This is an optimization exercise on Yosys and OpenROAD, whose aim is small area, a short achievable clock period and few clock cycles per item, not a production implementation.
Power and IR drop assume default switching activity.

==> exp/lagoon <==
==> flow/design.v <==
module div_sqrt (
    input  wire        clk,
    input  wire        rst,
    input  wire        in_valid,
    output wire        in_ready,
    input  wire        op,         
    input  wire [31:0] a,
    input  wire [31:0] b,
    input  wire [4:0]  s,
    output reg         out_valid,
    output wire [31:0] result,
    output reg         sat
);
    localparam [1:0] S_IDLE = 2'd0, S_NORM = 2'd1, S_ITER = 2'd2, S_FIN = 2'd3;
    reg [1:0]  state;
    reg [5:0]  cnt;           
    reg        r_op;
    reg        r_aneg;        
    reg        r_neg;         
    reg [4:0]  r_s;
    reg [4:0]  za, zb;        
    reg        a_zero, b_zero;
    reg        f_force;       
    reg        f_zero;        
    reg        f_sat;         
    reg        f_neg;         
    reg [32:0] R;             
    reg [31:0] D;             
    reg [33:0] Q;             
    assign in_ready = (state == S_IDLE) || (state == S_FIN);
    wire   accept   = in_valid && in_ready;
    assign result   = Q[31:0];
    wire [31:0] a_abs = a[31] ? (32'd0 - a) : a;
    wire [31:0] b_abs = b[31] ? (32'd0 - b) : b;
    wire [31:0] r_in  = (op && s[0]) ? {a[30:0], 1'b0} : a_abs;
    function [4:0] lzc32;
        input [31:0] x;
        reg   [15:0] h;
        reg   [7:0]  g;
        reg   [3:0]  f;
        reg   [1:0]  e;
        begin
            lzc32[4] = ~|x[31:16];
            h        = lzc32[4] ? x[15:0] : x[31:16];
            lzc32[3] = ~|h[15:8];
            g        = lzc32[3] ? h[7:0] : h[15:8];
            lzc32[2] = ~|g[7:4];
            f        = lzc32[2] ? g[3:0] : g[7:4];
            lzc32[1] = ~|f[3:2];
            e        = lzc32[1] ? f[1:0] : f[3:2];
            lzc32[0] = ~e[1];
        end
    endfunction
    wire [4:0]  la  = lzc32(R[31:0]);
    wire [4:0]  lb  = lzc32(D);
    wire [4:0]  las = {la[4:1], 1'b0};           
    wire [31:0] an  = R[31:0] << (r_op ? las : la);
    wire [31:0] bn  = D << lb;
    wire signed [7:0] e_div = $signed({3'd0, r_s}) - $signed({3'd0, za}) + $signed({3'd0, zb});
    wire [5:0]  last_div  = e_div[5:0] + 6'd1;
    wire [5:0]  last_sqrt = 6'd16 + {2'd0, r_s[4:1]} - {2'd0, za[4:1]};
    wire [5:0]  last      = r_op ? last_sqrt : last_div;
    wire        e_low     = e_div < -8'sd1;      
    wire        e_high    = e_div > 8'sd32;      
    wire        force_c   = r_op ? (r_aneg | a_zero)
                                 : (b_zero | a_zero | e_low | e_high);
    wire        fzero_c   = r_op | (b_zero ? a_zero : (a_zero | e_low));
    wire        fsat_c    = r_op ? r_aneg : (b_zero | (~a_zero & e_high));
    wire        fneg_c    = b_zero ? r_aneg : r_neg;
    wire [34:0] x_div  = {R, 2'b00};
    wire [34:0] x_sqrt = {R[32:0], Q[33:32]};
    wire [34:0] x      = r_op ? x_sqrt : x_div;
    wire [34:0] t      = {1'b0, D, 1'b0, r_op};
    wire [35:0] diff   = {1'b0, x} - {1'b0, t};
    wire        ge     = ~diff[35];
    wire [33:0] base   = r_op ? {2'd0, D} : Q;
    wire [32:0] bh     = base[33:1];
    wire        sticky = |R;
    wire        up     = base[0] & (r_op | sticky | base[1]);
    wire        ovf    = r_neg ? (bh[32] | (bh[31] & (|bh[30:0] | up)))
                               : (|bh[32:31] | (&bh[30:0] & up));
    wire [31:0] sres   = ({32{r_neg}} ^ bh[31:0]) + {31'd0, r_neg ^ up};
    always @(posedge clk) begin
        if (rst) begin
            state     <= S_IDLE;
            out_valid <= 1'b0;
        end else begin
            out_valid <= 1'b0;
            case (state)
                S_NORM: begin
                    za     <= la;
                    zb     <= lb;
                    a_zero <= ~|R[31:0];
                    b_zero <= ~|D;
                    cnt    <= 6'd0;
                    state  <= S_ITER;
                    if (!r_op) begin
                        R <= {1'b0, an};
                        D <= bn;
                        Q <= 34'd0;
                    end else begin
                        R <= 33'd0;
                        D <= 32'd0;
                        Q <= {an, 2'b00};
                    end
                end
                S_ITER: begin
                    f_force <= force_c;
                    f_zero  <= fzero_c;
                    f_sat   <= fsat_c;
                    f_neg   <= fneg_c;
                    if (!r_op) begin
                        R <= ge ? {diff[33:2], 1'b0} : {R[31:0], 1'b0};
                        Q <= {Q[32:0], ge};
                    end else begin
                        R <= ge ? diff[32:0] : x_sqrt[32:0];
                        D <= {D[30:0], ge};
                        Q <= {Q[31:0], 2'b00};
                    end
                    cnt <= cnt + 6'd1;
                    if (force_c || cnt == last)
                        state <= S_FIN;
                end
                default: begin   
                    if (state == S_FIN) begin
                        out_valid <= 1'b1;
                        if (f_force) begin
                            Q   <= {2'd0, f_zero ? 32'd0 : (f_neg ? 32'h8000_0000 : 32'h7FFF_FFFF)};
                            sat <= f_sat;
                        end else if (ovf) begin
                            Q   <= {2'd0, r_neg ? 32'h8000_0000 : 32'h7FFF_FFFF};
                            sat <= 1'b1;
                        end else begin
                            Q   <= {2'd0, sres};
                            sat <= 1'b0;
                        end
                    end
                    R <= {1'b0, r_in};
                    D <= b_abs;
                    if (accept) begin
                        r_op   <= op;
                        r_aneg <= a[31];
                        r_neg  <= ~op & (a[31] ^ b[31]);
                        r_s    <= s;
                        state  <= S_NORM;
                    end else begin
                        state  <= S_IDLE;
                    end
                end
            endcase
        end
    end
endmodule
==> flow/run.sh <==
#!/bin/bash
# synth_recipe.tcl (not shown) runs the flow's synth.tcl, then flattens the netlist and writes it again
# the make line also repeats each setting of config.mk as NAME=value (left out here)
make -C /OpenROAD-flow-scripts/flow DESIGN_CONFIG=/design/flow/config.mk WORK_HOME=/design/flow/orfs CLKGATE_MAP_FILE= SYNTH_SCRIPT=/design/flow/synth_recipe.tcl finish
==> flow/config.mk <==
export PLATFORM = sky130hd
export DESIGN_NAME = div_sqrt
export DESIGN_NICKNAME = div_sqrt
export VERILOG_FILES = /design/flow/design.v
export SDC_FILE = /design/flow/constraint.sdc
export NUM_CORES = 4
export LEC_CHECK = 0
export ABC_CLOCK_PERIOD_IN_PS = 2500
export CAP_MARGIN = 20
export CORE_MARGIN = 2
export CORE_UTILIZATION = 40
export SLEW_MARGIN = 20
==> flow/constraint.sdc <==
create_clock -name core_clock -period 7.0 [get_ports {clk}]
set_input_delay 1.4000 -clock core_clock [delete_from_list [all_inputs] [get_ports {clk}]]
set_output_delay 1.4000 -clock core_clock [all_outputs]
set_load 0.01 [all_outputs]
==> inputs of exp/raven, as changes to exp/lagoon <==
SETUP_SLACK_MARGIN = 4.0   (was default)
==> inputs of exp/ember, as changes to exp/lagoon <==
--- a/flow/design.v
+++ b/flow/design.v
@@ -26,3 +26,3 @@
     reg        f_neg;         
-    reg [32:0] R;             
+    reg [33:0] R;             
     reg [31:0] D;             
@@ -58,3 +58,3 @@
     wire [31:0] bn  = D << lb;
-    wire signed [7:0] e_div = $signed({3'd0, r_s}) - $signed({3'd0, za}) + $signed({3'd0, zb});
+    wire [7:0]  e_div = {3'd0, r_s} - {3'd0, za} + {3'd0, zb};    
     wire [5:0]  last_div  = e_div[5:0] + 6'd1;
@@ -62,4 +62,4 @@
     wire [5:0]  last      = r_op ? last_sqrt : last_div;
-    wire        e_low     = e_div < -8'sd1;      
-    wire        e_high    = e_div > 8'sd32;      
+    wire        e_low     = e_div[7] & (e_div != 8'hFF);       
+    wire        e_high    = ~e_div[7] & (e_div[6:0] > 7'd32);  
     wire        force_c   = r_op ? (r_aneg | a_zero)
@@ -69,11 +69,11 @@
     wire        fneg_c    = b_zero ? r_aneg : r_neg;
-    wire [34:0] x_div  = {R, 2'b00};
-    wire [34:0] x_sqrt = {R[32:0], Q[33:32]};
-    wire [34:0] x      = r_op ? x_sqrt : x_div;
-    wire [34:0] t      = {1'b0, D, 1'b0, r_op};
-    wire [35:0] diff   = {1'b0, x} - {1'b0, t};
-    wire        ge     = ~diff[35];
+    wire        m      = ~R[33];
+    wire [35:0] x      = {R[33:0], r_op ? Q[33:32] : 2'b00};
+    wire [35:0] t      = {{2{m}}, D ^ {32{m}}, r_op | m, r_op | m};
+    wire [36:0] sum1   = {x, 1'b1} + {t, ~r_op & m};      
+    wire [35:0] sum    = sum1[36:1];
+    wire        qb     = ~sum[35];
     wire [33:0] base   = r_op ? {2'd0, D} : Q;
     wire [32:0] bh     = base[33:1];
-    wire        sticky = |R;
+    wire        sticky = |R;                   
     wire        up     = base[0] & (r_op | sticky | base[1]);
@@ -97,3 +97,3 @@
                     if (!r_op) begin
-                        R <= {1'b0, an};
+                        R <= {2'b00, an};
                         D <= bn;
@@ -101,3 +101,3 @@
                     end else begin
-                        R <= 33'd0;
+                        R <= 34'd0;
                         D <= 32'd0;
@@ -112,7 +112,7 @@
                     if (!r_op) begin
-                        R <= ge ? {diff[33:2], 1'b0} : {R[31:0], 1'b0};
-                        Q <= {Q[32:0], ge};
+                        R <= sum[34:1];
+                        Q <= {Q[32:0], qb};
                     end else begin
-                        R <= ge ? diff[32:0] : x_sqrt[32:0];
-                        D <= {D[30:0], ge};
+                        R <= sum[33:0];
+                        D <= {D[30:0], qb};
                         Q <= {Q[31:0], 2'b00};
@@ -137,3 +137,3 @@
                     end
-                    R <= {1'b0, r_in};
+                    R <= {2'b00, r_in};
                     D <= b_abs;
SETUP_SLACK_MARGIN = 3.0   (was default)
==> comparison <==
In exp/ember the first-iteration DRC count is higher than in exp/raven, by about 14%.
In exp/raven the die area is higher than in exp/ember, by about 0.9%.
In exp/raven the clock skew is higher than in exp/ember, by 10 ps.
In exp/lagoon the worst hold slack is lower than in exp/ember, by 27 ps.
Against exp/ember, the combinational power of exp/raven is higher by about 20%.
In sequential cell count, exp/raven and exp/lagoon do not differ.
Of exp/raven and exp/ember, exp/raven has the higher critical path depth (gap 1).
No functional check of the RTL was part of any run of this note.

==> afterwards: timing with drivers on the ports <==
How much do the figures lean on ideal ports? The routed layouts below were timed once more, with nothing changed but the port constraints. Step 1 sets driving cells, clkbuf_16 on the clock port and buf_2 on the other inputs (assumed; they add their load-dependent delay and slew). Step 2 moves the port delays by t, midway between the first and last clock arrival at a register: inputs arrive t later, outputs are due t later. That takes back most of the time a late clock gives input paths. Slacks: ideal / step 1 / step 2; pairs: ideal / step 1.
run | shift t [ns] | setup slack, ns | worst setup path after step 2 | worst register clock-pin slew, ns
exp/lagoon | 0.517 | 1.217 / 1.217 / 1.217 | register to register | 0.07 / 0.07
exp/raven | 0.539 | 2.210 / 2.210 / 2.210 | register to register | 0.08 / 0.08
exp/ember | 0.519 | 2.423 / 2.423 / 2.327 | input to register | 0.07 / 0.07
After both steps setup and hold are still met in every run listed. For exp/ember, which loses most, drivers alone change the setup slack by 0.000 ns; drivers and shift together by -0.096 ns.
